Context: an optimization exercise on an open-source flow, tuned for small area, a short achievable clock period and few clock cycles. The choices shown serve that exercise and are no tape-out recipe.
At most, simulation tests tie the RTL to the original design; equivalence was not proved.

==> v17 <==
Design cmd_rx_check, start of the top module:
module cmd_rx_check (
    input  wire         clk,
    input  wire         rst,           
    input  wire         in_valid,
    output wire         in_ready,
    input  wire [63:0]  in_data,
    input  wire         in_last,
    input  wire [3:0]   in_nbytes,     
    output reg          out_valid,
    output wire [2:0]   out_kind,
    output wire [7:0]   out_status,
    output wire [127:0] out_hdr
);
==> flow/config.mk <==
export PLATFORM = sky130hd
export DESIGN_NAME = cmd_rx_check
export DESIGN_NICKNAME = cmd_rx_check
export VERILOG_FILES = /design/flow/design.v
export SDC_FILE = /design/flow/constraint.sdc
export NUM_CORES = 4
export LEC_CHECK = 0
export CAP_MARGIN = 20
export CORE_MARGIN = 2
export CORE_UTILIZATION = 40
export PLACE_DENSITY = 0.6
export SLEW_MARGIN = 20
export SYNTH_HIERARCHICAL = 1
export SYNTH_MINIMUM_KEEP_SIZE = 0
==> flow/constraint.sdc <==
create_clock -name core_clock -period 11.0 [get_ports {clk}]
set_input_delay 2.2000 -clock core_clock [delete_from_list [all_inputs] [get_ports {clk}]]
set_output_delay 2.2000 -clock core_clock [all_outputs]
set_load 0.01 [all_outputs]
standard.sh (not shown) runs the stock make flow with config.mk's settings and CLKGATE_MAP_FILE= SYNTH_SCRIPT=/design/flow/synth_recipe.tcl, a recipe that flattens the netlist after the stock synthesis.
==> flow/flow/run.sh <==
#!/bin/bash
set -euo pipefail
MARGIN=$(cat flow/margin.txt)
bash standard.sh synth > synth.log 2>&1
bash standard.sh SETUP_SLACK_MARGIN=$MARGIN \
    "BUFFER_PORTS_ARGS=-buffer_cell sky130_fd_sc_hd__buf_2" finish > layout.log 2>&1
==> flow/flow/margin.txt <==
6.5
==> v23 (differences from v17) <==
==> flow/flow/margin.txt (replaced) <==
7.6
==> v35 (differences from v17) <==
--- a/flow/design.v
+++ b/flow/design.v
@@ -71,11 +71,12 @@
         end
         for (gi = 0; gi < 2; gi = gi + 1) begin : g_z3
             nor2_g u (.a(z2[2*gi]), .b(z2[2*gi+1]), .y(z3[gi]));
         end
     endgenerate
-    wire crc_ok = z3[0] && z3[1];
+    wire crc_ok;
+    and2_g u_ok (.a(z3[0]), .b(z3[1]), .y(crc_ok));
     wire b0   = (bidx == 10'd0);
     wire b1   = (bidx == 10'd1);
     wire last = r_v && r_last;
     wire [9:0] bidx_d = !r_v ? bidx :
                         r_last ? 10'd0 :
@@ -105,52 +106,73 @@
     wire        long    = bidx[9] && (bidx[1] || bidx[0] || r_nm1[2]);
     wire        drop    = short || long;
     reg         have_expected;
     reg [15:0]  expected;
     reg [5:0]   count;         
-    reg [31:0]  posted_tab;    
-    wire [15:0] back       = expected - h_seq;
-    wire [15:0] len19    = h_length + 16'd19;      
+    reg [31:0]  ptab;
+    wire [9:0]  hh     = h_seq[15:6];
+    wire [9:0]  eh     = expected[15:6];
+    wire        borrow = (expected[5:0] < h_seq[5:0]);
+    reg  [9:0]  hh_c;          
+    integer j;
+    always @(*) begin
+        hh_c[0] = 1'b1;
+        for (j = 1; j < 10; j = j + 1)
+            hh_c[j] = hh_c[j - 1] && hh[j - 1];
+    end
+    wire        hi_eq  = (eh == hh);
+    wire        hi_eq1 = ((eh ^ hh) == hh_c);      
+    wire [15:0] len19  = h_length + 16'd19;      
     reg         q_lenle;       
     reg         q_lenbeat;     
     reg [2:0]   q_lenlo;       
     reg         q_badver;      
-    reg         q_seqexp;      
-    reg         q_inhist;      
-    reg         q_hpost;       
+    reg         q_seqeq;       
+    reg         q_bhz;         
+    reg [5:0]   q_back;        
     always @(posedge clk) begin
         q_lenle   <= (h_length <= 16'd4080);
         q_lenbeat <= ({6'd0, bidx_d} == {3'd0, len19[15:3]});
         q_lenlo   <= len19[2:0];
         q_badver  <= (h_version != 8'h02);
-        q_seqexp  <= !have_expected || (back == 16'd0);
-        q_inhist  <= (back[15:6] == 10'd0) && (back[5:0] <= count);
-        q_hpost   <= posted_tab[h_seq[4:0]];
+        q_seqeq   <= (h_seq == expected);
+        q_bhz     <= borrow ? hi_eq1 : hi_eq;
+        q_back    <= expected[5:0] - h_seq[5:0];
     end
-    wire len_ok = q_lenle && q_lenbeat && (r_nm1 == q_lenlo);
+    wire len_ok     = q_lenle && q_lenbeat && (r_nm1 == q_lenlo);
+    wire seq_exp    = !have_expected || q_seqeq;
+    wire in_history = q_bhz && (q_back <= count);
+    wire hist_post  = ptab[q_back[4:0]];
     reg [2:0] kind_g;                 
     reg       st1_g, st0_g, st3_g, reply_g;
     always @(*) begin
         st1_g = 1'b0; st0_g = 1'b0; st3_g = 1'b0; reply_g = 1'b0;
         if (drop) begin
             kind_g = K_DROP;
         end else if (!len_ok) begin
             kind_g = K_REPLY; st1_g = 1'b1; reply_g = 1'b1;
         end else if (q_badver) begin
             kind_g = K_REPLY; st1_g = 1'b1; st0_g = 1'b1; reply_g = 1'b1;
-        end else if (q_seqexp) begin
+        end else if (seq_exp) begin
             kind_g = K_ACCEPT;
-        end else if (q_inhist) begin
-            kind_g = q_hpost ? K_DISCARD : K_RETRANSMIT;
+        end else if (in_history) begin
+            kind_g = hist_post ? K_DISCARD : K_RETRANSMIT;
         end else begin
             kind_g = h_posted ? K_EVENT : K_REPLY; st3_g = 1'b1; reply_g = 1'b1;
         end
     end
-    wire [2:0] kind = crc_ok ? kind_g : (drop ? K_DROP : K_REPLY);
-    wire       st1  = crc_ok ? st1_g : !drop;
-    wire       st0  = crc_ok && st0_g;
-    wire       st3  = crc_ok && st3_g;
+    wire [2:0] kind_b = drop ? K_DROP : K_REPLY;
+    wire [2:0] kind;
+    wire       st1, st0, st3;
+    mux2_g u_k0 (.a(kind_b[0]), .b(kind_g[0]), .s(crc_ok), .y(kind[0]));
+    mux2_g u_k1 (.a(kind_b[1]), .b(kind_g[1]), .s(crc_ok), .y(kind[1]));
+    mux2_g u_k2 (.a(kind_b[2]), .b(kind_g[2]), .s(crc_ok), .y(kind[2]));
+    mux2_g u_s1 (.a(!drop),     .b(st1_g),     .s(crc_ok), .y(st1));
+    and3_g u_s0 (.a(z3[0]), .b(z3[1]), .c(st0_g), .y(st0));
+    and3_g u_s3 (.a(z3[0]), .b(z3[1]), .c(st3_g), .y(st3));
+    wire st1_r;
+    nand3_g u_s1r (.a(z3[0]), .b(z3[1]), .c(!st1_g), .y(st1_r));
     wire rq = last && !drop;
     wire rp = last && reply_g;
     wire ps = last && st3_g;
     wire cap_lo = r_v && b0;
     wire cap_hi = r_v && (b0 || b1);
@@ -177,11 +199,11 @@
         if (en_lo) begin
             hdr[7:0]   <= cap_lo ? r_d[7:0] : 8'h02;
             hdr[47:32] <= cap_lo ? r_d[47:32] : 16'd0;
             hdr[49]    <= cap_lo && r_d[49];
             hdr[55:52] <= cap_lo ? r_d[55:52] : 4'b0100;
-            hdr[63:56] <= cap_lo ? r_d[63:56] : {4'd0, st3, 1'b0, st1, st0};
+            hdr[63:56] <= cap_lo ? r_d[63:56] : {4'd0, st3, 1'b0, st1_r, st0};
         end
         if (cap_lo) begin
             hdr[31:8]  <= r_d[31:8];
             hdr[48]    <= r_d[48];
             hdr[51:50] <= r_d[51:50];
@@ -190,25 +212,31 @@
             hdr[95:64] <= beat_hi[31:0];
         if (en_par)
             hdr[127:96] <= cap_hi ? beat_hi[63:32] : {16'd0, expected};
     end
     wire accept = out_valid && (v_kind == K_ACCEPT);
+    reg [15:0] seq_c;              
+    always @(*) begin
+        seq_c[0] = 1'b1;
+        for (j = 1; j < 16; j = j + 1)
+            seq_c[j] = seq_c[j - 1] && h_seq[j - 1];
+    end
     always @(posedge clk) begin
         if (rst) begin
             have_expected <= 1'b0;
             expected      <= 16'd0;
             count         <= 6'd0;
         end else if (accept) begin
             have_expected <= 1'b1;
-            expected      <= h_seq + 16'd1;
+            expected      <= h_seq ^ seq_c;
             if (!count[5])
                 count <= count + 6'd1;
         end
     end
     always @(posedge clk) begin
         if (accept)
-            posted_tab[h_seq[4:0]] <= h_posted;
+            ptab <= {ptab[30:1], h_posted, ptab[31]};
     end
     assign out_kind   = v_kind;
     assign out_status = {4'd0, v_st3, 1'b0, v_st1, v_st0};
     assign out_hdr    = hdr;
 endmodule
@@ -1299,53 +1327,32 @@
     x2 g_o31_10 (.a(o31_8), .b(t218), .y(o31_10));
     wire o31_11;
     x2 g_o31_11 (.a(o31_10), .b(o31_9), .y(o31_11));
     assign e[31] = o31_11;
 endmodule
-module x2 (
-    input  wire a,
-    input  wire b,
-    output wire y
-);
+module x2 (input wire a, input wire b, output wire y);
     assign y = a ^ b;
 endmodule
-module nor2_g (
-    input  wire a,
-    input  wire b,
-    output wire y
-);
+module nor2_g (input wire a, input wire b, output wire y);
     assign y = !(a || b);
 endmodule
-module nand3_g (
-    input  wire a,
-    input  wire b,
-    input  wire c,
-    output wire y
-);
+module and2_g (input wire a, input wire b, output wire y);
+    assign y = a && b;
+endmodule
+module and3_g (input wire a, input wire b, input wire c, output wire y);
+    assign y = a && b && c;
+endmodule
+module nand3_g (input wire a, input wire b, input wire c, output wire y);
     assign y = !(a && b && c);
 endmodule
-module nand4_g (
-    input  wire a,
-    input  wire b,
-    input  wire c,
-    input  wire d,
-    output wire y
-);
+module nand4_g (input wire a, input wire b, input wire c, input wire d, output wire y);
     assign y = !(a && b && c && d);
 endmodule
-module a21o_g (
-    input  wire a1,
-    input  wire a2,
-    input  wire b1,
-    output wire x
-);
+module mux2_g (input wire a, input wire b, input wire s, output wire y);
+    assign y = s ? b : a;
+endmodule
+module a21o_g (input wire a1, input wire a2, input wire b1, output wire x);
     assign x = (a1 && a2) || b1;
 endmodule
-module a31o_g (
-    input  wire a1,
-    input  wire a2,
-    input  wire a3,
-    input  wire b1,
-    output wire x
-);
+module a31o_g (input wire a1, input wire a2, input wire a3, input wire b1, output wire x);
     assign x = (a1 && a2 && a3) || b1;
 endmodule
==> flow/flow/margin.txt (replaced) <==
7.0
- CORE_UTILIZATION: 40 -> 55
- PLACE_DENSITY: 0.6 -> 0.75
==> reports/results.ini <==
[worst_setup_path]
path_buf_inv = 4
cp_data_required_time_ns = 11.31

[route]
first_iter_violations = 1298
drt-met1-wl_mm = 26.29

[floorplan]
fp.coreArea_um2 = 45580

[global_route]
grt_pass1_vias = 14510

[run_status]
outcome = no timing/DRC/antenna violations

[placement]
dp_hpwl_mm = 46.68

[timing]
period_needed_ns = 3.915

[synth]
synthCells = 1818
syn_area_per_cell_um2 = 10.22
synthMuxAreaShare = 0.02632
synth_xor_area_frac = 0.2738

[layout]
fin_cells = 2784

[clocking]
clock-sinks = 310

the above is filed under v23

==> reports/results.ini <==
[synth]
synthMuxAreaShare = 0.01993
synthCells = 1666
syn_area_per_cell_um2 = 10.66

[floorplan]
fp.coreArea_um2 = 31720

[worst_setup_path]
path_buf_inv = 1
cp_data_required_time_ns = 11.24

[layout]
fin_cells = 2274

[clocking]
clock-sinks = 315

[run_status]
outcome = no timing/DRC/antenna violations

[route]
first_iter_violations = 1315
drt-met1-wl_mm = 22.40

[global_route]
grt_pass1_vias = 12820

the above is filed under v35

==> reports/results.ini <==
[synth]
synthMuxAreaShare = 0.02632
synthCells = 1818
synth_xor_area_frac = 0.2738

[floorplan]
fp.coreArea_um2 = 45580

[route]
first_iter_violations = 1018
drt-met1-wl_mm = 27.53

[run_status]
outcome = no timing/DRC/antenna violations

[clocking]
clock-sinks = 310

[layout]
fin_cells = 2616

[timing]
period_needed_ns = 4.420

the above is filed under v17

Testbench counts of v35, summed over its fixed seeds: cycles 87,206.
Only the layout flow was run in v17 and v23; the RTL was not checked for function there.

-- re-timing with driven ports --
Ports are ideal in the flow. The routed layouts listed here were re-timed in OpenROAD.
Step 1 assumes that a clkbuf_16 drives the clock port and a buf_2 every other input.
Step 2, shift: input delay + t, output delay - t, t = (earliest + latest rising clock arrival at the registers) / 2. This alone moves slack from input paths to output paths.
Slacks: ideal / step 1 / step 2; pairs: ideal / step 1.
| run | t, ns | setup slack, ns | pins driven straight from the clock port |
|---|---|---|---|
| v17 | 0.593 | 6.580 / 6.580 / 6.580 | 1 |
| v23 | 0.597 | 7.085 / 7.085 / 7.085 | 1 |
| v35 | 0.570 | 7.057 / 7.057 / 7.057 | 1 |
After both steps every run listed still meets setup and hold.
